Context: an optimization exercise on an open-source flow, tuned for small area, a short achievable clock period and few clock cycles per item. The choices shown serve that exercise and are no tape-out recipe. In this exercise RTL edits were held to simulation tests only and were not proved equivalent to the original.

## job 3473
Design ce_blend, start of the top module:
module ce_blend (
    input  wire        clk,
    input  wire        rst,
    input  wire        in_valid,
    output wire        in_ready,
    input  wire [1:0]  in_mode,      
    input  wire [7:0]  in_alpha,     
    input  wire [63:0] in_s,         
    input  wire [63:0] in_d,         
    output reg         out_valid,
    output reg  [63:0] out_d         
);
Size: about 12,000 cells after synthesis, about 840 flip-flops, about 210 I/O pins, about 83,000 sq um of cells after synthesis.
==> flow/config.mk <==
export PLATFORM = sky130hd
export DESIGN_NAME = ce_blend
export DESIGN_NICKNAME = ce_blend
export VERILOG_FILES = /design/flow/design.v
export SDC_FILE = /design/flow/constraint.sdc
export NUM_CORES = 4
export LEC_CHECK = 0
export ABC_AREA = 1
export CAP_MARGIN = 20
export CORE_MARGIN = 4
export CORE_UTILIZATION = 40
export CTS_CLUSTER_DIAMETER = 150
export CTS_CLUSTER_SIZE = 30
export SLEW_MARGIN = 20
==> flow/constraint.sdc <==
create_clock -name core_clock -period 22.0 [get_ports {clk}]
set_input_delay 4.4000 -clock core_clock [delete_from_list [all_inputs] [get_ports {clk}]]
set_output_delay 4.4000 -clock core_clock [all_outputs]
set_load 0.01 [all_outputs]
standard.sh (not shown) runs the stock make flow with config.mk's settings and CLKGATE_MAP_FILE= SYNTH_SCRIPT=/design/flow/synth_recipe.tcl, a recipe that flattens the netlist after the stock synthesis.
==> flow/flow/run.sh <==
#!/bin/bash
# Layout: the standard flow (standard synthesis, floorplan, placement,
# CTS, routing) with timing repair run against a setup margin, so the
# resizer also works on paths that already meet the 22 ns clock. make's
# full output goes to flow_make.log; ORFS keeps each step's log in orfs/logs.
set -euo pipefail
cd "$(dirname "$0")/.."
bash standard.sh SETUP_SLACK_MARGIN=16.45 TNS_END_PERCENT=100 finish > flow_make.log 2>&1
Job 3473: full flow OK, the timing, DRC and antenna checks passed
Testbench counts of job 3473, summed over its fixed seeds: cycles 24,048, items 24,000.
Input-level comparison between job 8854 and job 3473:
- removing CTS_CLUSTER_SIZE (formerly 30)
- removing CTS_CLUSTER_DIAMETER (formerly 150)
-- flow/flow/run.sh --
<<< job 3473, line 7
cd "$(dirname "$0")/.."
bash standard.sh SETUP_SLACK_MARGIN=16.45 TNS_END_PERCENT=100 finish > flow_make.log 2>&1
>>> job 8854, line 7
cd "$(dirname "$0")/.."
bash standard.sh SETUP_SLACK_MARGIN=17 TNS_END_PERCENT=100 finish > flow_make.log 2>&1
==> run notes <==
- All of job 8854 and job 3473 finish clean.
- Job 3473 → job 8854: count of non-CTS inverters in the layout held steady.
- Maximum number of pins on one net before global-route repair: job 3473 vs job 8854 identical
- Number of resized instances in the post-cts repair step for job 8854 is higher than for job 3473.
- Final estimated routing congestion in global placement (lower): job 3473
- Going from job 3473 to job 8854, fraction of the core area covered by cells at the end of the flow increased by 3.3 points relative to the old numbers, clock buffer instance count of the final layout now sits higher, detailed-route wire length on metal 1 now sits higher.

* * *

ce_blend, a different RTL version from the one above (not shown whole).
For scale: about 10,000 cells after synthesis, about 210 I/O pins.
==> flow/config.mk <==
export PLATFORM = sky130hd
export DESIGN_NAME = ce_blend
export DESIGN_NICKNAME = ce_blend
export VERILOG_FILES = /design/flow/design.v
export SDC_FILE = /design/flow/constraint.sdc
export NUM_CORES = 4
export LEC_CHECK = 0
export ABC_AREA = 1
export CAP_MARGIN = 20
export CORE_MARGIN = 4
export CORE_UTILIZATION = 40
export CTS_CLUSTER_DIAMETER = 120
export CTS_CLUSTER_SIZE = 25
export SLEW_MARGIN = 20
==> flow/constraint.sdc <==
create_clock -name core_clock -period 22.0 [get_ports {clk}]
set_input_delay 4.4000 -clock core_clock [delete_from_list [all_inputs] [get_ports {clk}]]
set_output_delay 4.4000 -clock core_clock [all_outputs]
set_load 0.01 [all_outputs]
==> flow/flow/run.sh <==
#!/bin/bash
# Layout: the standard flow (standard synthesis, floorplan, placement,
# CTS, routing) with timing repair run against a setup margin, so the
# resizer also works on paths that already meet the 22 ns clock. make's
# full output goes to flow_make.log; ORFS keeps each step's log in orfs/logs.
set -euo pipefail
cd "$(dirname "$0")/.."
bash standard.sh SETUP_SLACK_MARGIN=16.5 TNS_END_PERCENT=100 finish > flow_make.log 2>&1
Testbench counts at the start, summed over its fixed seeds: cycles 24,048, items 24,000.
Then changed:
--- a/flow/flow/run.sh
+++ b/flow/flow/run.sh
@@ -6,3 +6,3 @@
 set -euo pipefail
 cd "$(dirname "$0")/.."
-bash standard.sh SETUP_SLACK_MARGIN=16.5 TNS_END_PERCENT=100 finish > flow_make.log 2>&1
+bash standard.sh SETUP_SLACK_MARGIN=16.45 TNS_END_PERCENT=100 finish > flow_make.log 2>&1
--- a/flow/config.mk
+++ b/flow/config.mk
@@ -10,5 +10,5 @@
 export CORE_MARGIN = 4
 export CORE_UTILIZATION = 40
-export CTS_CLUSTER_DIAMETER = 120
-export CTS_CLUSTER_SIZE = 25
+export CTS_CLUSTER_DIAMETER = 150
+export CTS_CLUSTER_SIZE = 30
 export SLEW_MARGIN = 20
Count of clock-buffer cells in the layout falls by 7; worst setup slack gets better by 9.9 ps; clock skew came out higher by 4.9 ps; hold slack got worse by 12 ps; wire length decreases by 0.56%; critical path depth is unchanged; area after synthesis does not change.

* * *

old:
ce_blend with an RTL version that a note above also has.
Size: about 12000 cells after synthesis, about 840 flip-flops, roughly 210 I/O pins, ~83000 sq um of cells after synthesis.
export LEC_CHECK = 0
export ABC_AREA = 1
export CAP_MARGIN = 10
export CORE_MARGIN = 4
export CORE_UTILIZATION = 40
export CTS_CLUSTER_DIAMETER = 120
export CTS_CLUSTER_SIZE = 25
export SLEW_MARGIN = 10
create_clock -name core_clock -period 22.0 [get_ports {clk}]
==> flow/flow/run.sh <==
#!/bin/bash
# Layout: the standard flow (standard synthesis, floorplan, placement,
# CTS, routing) with timing repair run against a setup margin, so the
# resizer also works on paths that already meet the 22 ns clock. make's
# full output goes to flow_make.log; ORFS keeps each step's log in orfs/logs.
set -euo pipefail
cd "$(dirname "$0")/.."
bash standard.sh SETUP_SLACK_MARGIN=16.45 TNS_END_PERCENT=100 finish > flow_make.log 2>&1
old went all the way through the flow, and no timing, DRC or antenna check failed.
Testbench counts of old, summed over its fixed seeds: cycles 24,048, items 24,000.
Inputs modified between old and new:
- removing CTS_CLUSTER_SIZE (formerly 25)
- changing SLEW_MARGIN from 10 to 20
- changing CAP_MARGIN from 10 to 20
- changing CORE_UTILIZATION from 40 to 55
- removing CTS_CLUSTER_DIAMETER (formerly 120)
diff --git a/flow/flow/run.sh b/flow/flow/run.sh
--- a/flow/flow/run.sh
+++ b/flow/flow/run.sh
@@ -6,3 +6,3 @@
 set -euo pipefail
 cd "$(dirname "$0")/.."
-bash standard.sh SETUP_SLACK_MARGIN=16.45 TNS_END_PERCENT=100 finish > flow_make.log 2>&1
+bash standard.sh SETUP_SLACK_MARGIN=17 TNS_END_PERCENT=100 finish > flow_make.log 2>&1
Results
- The post-route minimum period on new is in line with that on old.
- When new is measured against old, its initial core utilization turns out 15 points higher.
- Count of filler cells inserted in the layout (new / old): 0.63
- Maximum clock rate of old is on par with new.
- NOTE cell depth of the worst flop-to-flop path old->new increased by a few percent
- The die outline height in new is 0.855 times that in old.
- For final worst-path cycle share, old and new come out practically identical.
- Layout cell share with drive strength beyond 1 was lower in the run labelled old.

[afterwards: timing with drivers on the ports]
The results above use ideal ports. As a check the final layouts listed here were re-extracted and re-timed, cells and wires unchanged. Step 1 (the two cells are an assumption about what drives the block):
set clk [get_ports {clk}]
set_driving_cell -lib_cell sky130_fd_sc_hd__clkbuf_16 $clk
set_driving_cell -lib_cell sky130_fd_sc_hd__buf_2 [delete_from_list [all_inputs] $clk]
Step 2 moves the port delays by t, midway between the first and last clock arrival at a register: inputs arrive t later, outputs are due t later. That takes back most of the time a late clock gives input paths. a / b / c = ideal ports / drivers / drivers and shift; a / b = the first two.
| run | t, ns | slack for setup (ns) | pins driven straight from the clock port |
|---|---|---|---|
| job 3473 | 0.773 | 16.439 / 16.353 / 15.883 | 1 |
| job 8854 | 0.824 | 16.419 / 16.339 / 16.150 | 1 |
| the first run of note 2 | 0.778 | 16.440 / 16.354 / 15.826 | 1 |
| the second run of note 2 | 0.762 | 16.450 / 16.362 / 15.876 | 1 |
| old | 0.791 | 16.440 / 16.353 / 15.835 | 1 |
| new | 0.774 | 16.442 / 16.365 / 16.320 | 1 |
After both steps setup and hold are still met in every run listed. For the first run of note 2, which loses most, drivers alone change the setup slack by -0.086 ns; drivers and shift together by -0.614 ns.
